This design comes from an exercise in tuning for small area on the open sky130 flow, not from production work. In this exercise RTL edits were held to simulation tests only and were not proved equivalent to the original. Power and IR drop assume default switching activity.

### flow/design.v
module sastrugi_unit (
    input  wire        clk,
    input  wire        rst,
    input  wire        cfg_we,
    input  wire [4:0]  cfg_shift,
    input  wire        smp_valid,
    input  wire [63:0] smp_value,
    input  wire        cap_req,
    input  wire        cap_clear,
    output wire        cap_busy,
    input  wire [4:0]  rd_sel,
    output reg  [63:0] rd_data
);
    reg [4:0]  shift;
    reg [31:0] bin   [0:31];
    reg [47:0] count;
    reg [63:0] sum;
    reg [63:0] vmin;
    reg [63:0] vmax;
    reg [31:0] cap_bin [0:31];
    reg [47:0] cap_count;
    reg [63:0] cap_sum;
    reg [63:0] cap_min;
    reg [63:0] cap_max;
    assign cap_busy = 1'b0;
    wire take_cap = cap_req && !cap_busy;
    function [4:0] bin_of;
        input [63:0] v;
        input [4:0]  s;
        integer      n;
        reg   [6:0]  top;      
        reg   [6:0]  b;
        begin
            top = 7'd0;
            for (n = 0; n < 64; n = n + 1)
                if (v[n])
                    top = n + 1;
            if (top <= {2'b00, s})
                b = 7'd0;
            else
                b = top - {2'b00, s};
            bin_of = (b > 7'd31) ? 5'd31 : b[4:0];
        end
    endfunction
    wire [4:0]  smp_bin = bin_of(smp_value, shift);
    wire [64:0] sum_add = {1'b0, sum} + {1'b0, smp_value};
    wire count_it = smp_valid && !cfg_we;
    wire restart  = cfg_we || (take_cap && cap_clear);
    integer i;
    always @(posedge clk) begin
        if (rst) begin
            shift <= 5'd0;
            for (i = 0; i < 32; i = i + 1)
                bin[i] <= 32'd0;
            count <= 48'd0;
            sum   <= 64'd0;
            vmin  <= {64{1'b1}};
            vmax  <= 64'd0;
        end else begin
            if (cfg_we)
                shift <= cfg_shift;
            if (restart) begin
                for (i = 0; i < 32; i = i + 1)
                    bin[i] <= (count_it && smp_bin == i) ? 32'd1 : 32'd0;
                count <= count_it ? 48'd1 : 48'd0;
                sum   <= count_it ? smp_value : 64'd0;
                vmin  <= count_it ? smp_value : {64{1'b1}};
                vmax  <= count_it ? smp_value : 64'd0;
            end else if (count_it) begin
                for (i = 0; i < 32; i = i + 1)
                    if (smp_bin == i && bin[i] != 32'hFFFF_FFFF)
                        bin[i] <= bin[i] + 32'd1;
                if (count != 48'hFFFF_FFFF_FFFF)
                    count <= count + 48'd1;
                sum <= sum_add[64] ? {64{1'b1}} : sum_add[63:0];
                if (smp_value < vmin)
                    vmin <= smp_value;
                if (smp_value > vmax)
                    vmax <= smp_value;
            end
        end
    end
    always @(posedge clk) begin
        if (rst) begin
            for (i = 0; i < 32; i = i + 1)
                cap_bin[i] <= 32'd0;
            cap_count <= 48'd0;
            cap_sum   <= 64'd0;
            cap_min   <= 64'd0;
            cap_max   <= 64'd0;
        end else if (take_cap) begin
            for (i = 0; i < 32; i = i + 1)
                cap_bin[i] <= bin[i];
            cap_count <= count;
            cap_sum   <= sum;
            cap_min   <= vmin;
            cap_max   <= vmax;
        end
    end
    always @(*) begin
        if (rd_sel < 5'd16)
            rd_data = {cap_bin[{rd_sel[3:0], 1'b1}], cap_bin[{rd_sel[3:0], 1'b0}]};
        else case (rd_sel)
            5'd16:   rd_data = cap_min;
            5'd17:   rd_data = cap_max;
            5'd18:   rd_data = {16'd0, cap_count};
            5'd19:   rd_data = cap_sum;
            default: rd_data = 64'd0;
        endcase
    end
endmodule
### flow/run.sh
#!/bin/bash
# synth_recipe.tcl (not shown) runs the flow's synth.tcl, then flattens the netlist and writes it again
# the make line also repeats each setting of config.mk as NAME=value (left out here)
make -C /OpenROAD-flow-scripts/flow DESIGN_CONFIG=/design/flow/config.mk WORK_HOME=/design/flow/orfs CLKGATE_MAP_FILE= SYNTH_SCRIPT=/design/flow/synth_recipe.tcl finish
### flow/config.mk
export PLATFORM = sky130hd
export DESIGN_NAME = sastrugi_unit
export DESIGN_NICKNAME = sastrugi_unit
export VERILOG_FILES = /design/flow/design.v
export SDC_FILE = /design/flow/constraint.sdc
export NUM_CORES = 4
export LEC_CHECK = 0
export CAP_MARGIN = 20
export CORE_MARGIN = 2
export CORE_UTILIZATION = 40
export SLEW_MARGIN = 20
### flow/constraint.sdc
create_clock -name core_clock -period 14.0 [get_ports {clk}]
set_input_delay 2.8000 -clock core_clock [delete_from_list [all_inputs] [get_ports {clk}]]
set_output_delay 2.8000 -clock core_clock [all_outputs]
set_load 0.01 [all_outputs]
==> summary.md <==
| Metric | Value |
|---|---|
| Initial Util | `0.4009` |
| Maximum vdd drop | `0.1155 mV` |
| Worst slew pin tran | `1336 ps` |
| Compound-Gate Fraction of Synth Area | `0.1060` |
| CTS Root Cell | `clkbuf_16` |
| Vias per inst | `5.761` |
| Post-DRT Antenna Nets | `0` |
| Syn Nets | `13597` |
| P&R area growth vs syn | `12.46%` |
| Die width | `543.4 um` |
| Clock sinks | `2533` |
| Pre-antenna DRT Iters | `7` |
| Design Power | `15890 uW` |
| Combinational family with the most area after synthesis | `simple AND/OR/NAND/NOR gates` |
| Fmax | `94.20 MHz` |
| Leakage | `0.04883 uW` |
| Placed Area | `121600 um2` |
| FP Rows | `198` |
| Finished Layout Cells | `17208` |
| Tot GR Track Use | `0.2742` |
| Worst Hold Path Cells | `2` |
| Asr flop ratio synth | `0` |
| Largest net degree at the start of global routing | `198` |
| Mapped Avg Cell Area | `8.762 um2` |
| Mux share of post-synthesis cell area | `0.1164` |
| Slowest CP cell | `nor3_2` |
| Outcome | `timing/DRC/antenna clean` |
| Post-synthesis sequential area ratio | `0.4356` |
| Sequential cell area | `50710 um2` |
| Yosys warnings | `3` |
| GRT Residual Overflow | `0` |
| Cells after Synth | `13285` |
| Placer Congestion | `0.9503` |
| Ys flop type | `dfxtp_1` |
| Crit end category | `primary output` |
| Hold_buf cts | `0` |
| Power Dens Cells | `121.4 nW/um2` |
| Fillers | `28388` |
| Drt drc | `0` |
| Hold Vio Cnt, Final | `0` |
| Final setup fails | `0` |
| Num CTS Buffers | `279` |
| Crit-path max FO | `35` |
| Postcts setup bufs | `0` |
| Final Slew Violations | `0` |
| Worst Path Required | `11200 ps` |
| Chip height | `543.4 um` |
| Arr. time, crit path | `7820 ps` |
| Most common cell after layout, fill and taps aside | `nor2_1` |
| Final nets | `13411` |
| # port buffers | `143` |
| CP cell instances | `clkdlybuf4s50_1 -> nand2b_1 -> nor3_2 -> buf_4 -> and2_2 -> buf_4 -> a22oi_1 -> o311ai_0 -> clkdlybuf4s50_1` |
| IO Pins | `145` |
| CTS tree | `done` |
| Initial antenna violation count | `22` |
| Clock slew at the register clock pins of the worst setup and hold paths | `60 ps` |
| Setup TNS | `0 ps` |
| Most frequent cells in the layout | `nor2_1, dfxtp_1, mux2i_1, nand2_1, nand3_1` |
| Synth Area in XOR/XNOR | `0.06591` |
| Multi-input logic area | `61760 um2` |
| H-tree depth | `5` |
| Detail Placement HPWL | `297.4 mm` |
| Synth cell types | `94` |
| Post-layout instance area | `130900 um2` |
| Synth Area in Simple Gates | `0.2143` |
| Critical path type | `input pin to primary output` |
| Share of cells above drive strength 1 | `0.05551` |
| Placed Cells | `16716` |
| Placeable Area | `290300 um2` |
| Post-Route WL | `420.8 mm` |
| Vias in the first global route | `89452` |
| # resized after CTS | `0` |
| Setup Skew | `45.55 ps` |
| Mean routed wirelength per cell | `24.45 um` |
| CP Launch Type | `input pin` |
| Clock Path Buffers | `4` |
| DRT iter0 DRCs | `10570` |
| #FFs+latches synth | `2533` |
| Slowest stage delay, CP | `930 ps` |
| Number of synthesized flops with an enable pin | `0` |
| DR vias | `99130` |
| DIE AREA | `295300 um2` |
| Fin crit period | `10620 ps` |
| Area share of fa/ha/maj cells after synthesis | `0.02507` |
| Skew-Pair Late Insertion Delay | `880 ps` |
| Cell Area, Synth | `116400 um2` |
| Tightest Hold Check Type | `flop to flop` |
| First-pass GRT wire length | `612.1 mm` |
| Buf/Inv on CP | `4` |
| Tcrit/Tclk final | `0.7583` |
| Crit path depth | `9` |
| RSZ-0062 raised after global routing | `no` |
| R2R depth | `13` |
| Max_cap viols | `0` |
| Core Util, Final | `0.4508` |
| Relative slew margins | `0.1039` |
| CP top delay family | `buffers and inverters` |
metrics by stage:
step           hold WS, ps  setup WS [ps]
3_5_place_dp         476.6           3471
3_3_place_gp         472.8           3576
6_report             481.6           3384
2_1_floorplan        448.8           6281
4_1_cts              485.7           3526
5_1_grt              505.8           3366
synthesized netlist by cell type (308+ instances only):
cell type,n,share of area
nand2_1,611,0.020
inv_1,327,0.011
nand4_1,404,0.022
xor2_1,440,0.033
a21oi_1,477,0.021
a22oi_1,449,0.029
o21ai_0,308,0.013
nor3_1,338,0.015
nand3_1,504,0.022
nor2_1,2590,0.084
mux2i_1,1351,0.12
xnor2_1,436,0.033
clkbuf_1,622,0.020
dfxtp_1,2533,0.44
worst paths after layout:
kind                      end        start  slack (ps)
hold / removal    bin[18][27]  bin[18][27]         480
hold reg to reg   bin[18][27]  bin[18][27]         480
setup / recovery  rd_data[18]    rd_sel[1]        3380
setup reg to reg  bin[23][29]     shift[0]        8620
logic make-up (layout without fill, tap and decap cells):
logic type      after synthesis  count (layout)
compound gates             1843            1843
xor+xnor                    876             876
fa+ha+maj                   232             232
buf+inv                    1119            1130
flops                      2533            2533
mux                        1353            1353
other cells                   1              13
simple gates               5328            5328
power by group:
part           internal [uW]  switching (uW)  total (uW)
clock network           4460            3120        7570
registers               7260            40.4        7300
logic                    312             712        1020
area by class of cell:
type	instances	area share
tap	3900	0.03728
clock inverter	79	0.007494
timing repair buffer	325	0.02328
sequential	2533	0.3874
antenna	12	0.0002294
inverter	327	0.009377
clock buffer	399	0.06313
multi-input combinational	9633	0.4718
registers in the layout, summed over array words and instances, names as in the netlist:
signal / cells
shift: 5
bin: 1024
cap_bin: 1024
cap_max: 64
vmax: 64
vmin: 64
count: 48
sum: 64
cap_min: 64
cap_sum: 64
cap_count: 48
layer usage:
metal	vias up	wire length, um	global-route usage
met5	-	67	0
met4	12	21790	0.1316
met3	818	37490	0.05194
met2	4024	178400	0.4093
met1	47865	183100	0.3784
li1	46411	-	-
tightest hold or removal path, delay by kind of cell (launching register included):
kind / cells / cell delay [ps]
and+or+nand+nor: 1 / 50
DFF: 1 / 320
AOI/OAI and AO/OA: 1 / 60

==> afterwards: timing with drivers on the ports <==
How much do the figures lean on ideal ports? The routed layout below was timed once more, with nothing changed but the port constraints. Step 1: set_driving_cell puts a clkbuf_16 on clk and a buf_2 on each other input, an assumption about the parent block. Step 2 also shifts input and output timing later by t, the mid clock arrival at the registers, as if the neighbouring blocks saw the same clock. Slacks: ideal ports / drivers / drivers and shift; pairs: ideal ports / drivers.
t (ns): 0.950
slack for setup (ns): 3.384 / 3.344 / 3.290
worst setup path after step 2: input to register
pins driven straight from the clock port: 1
After both steps this run still meets setup and hold. For this run, drivers alone change the setup slack by -0.040 ns; drivers and shift together by -0.094 ns.
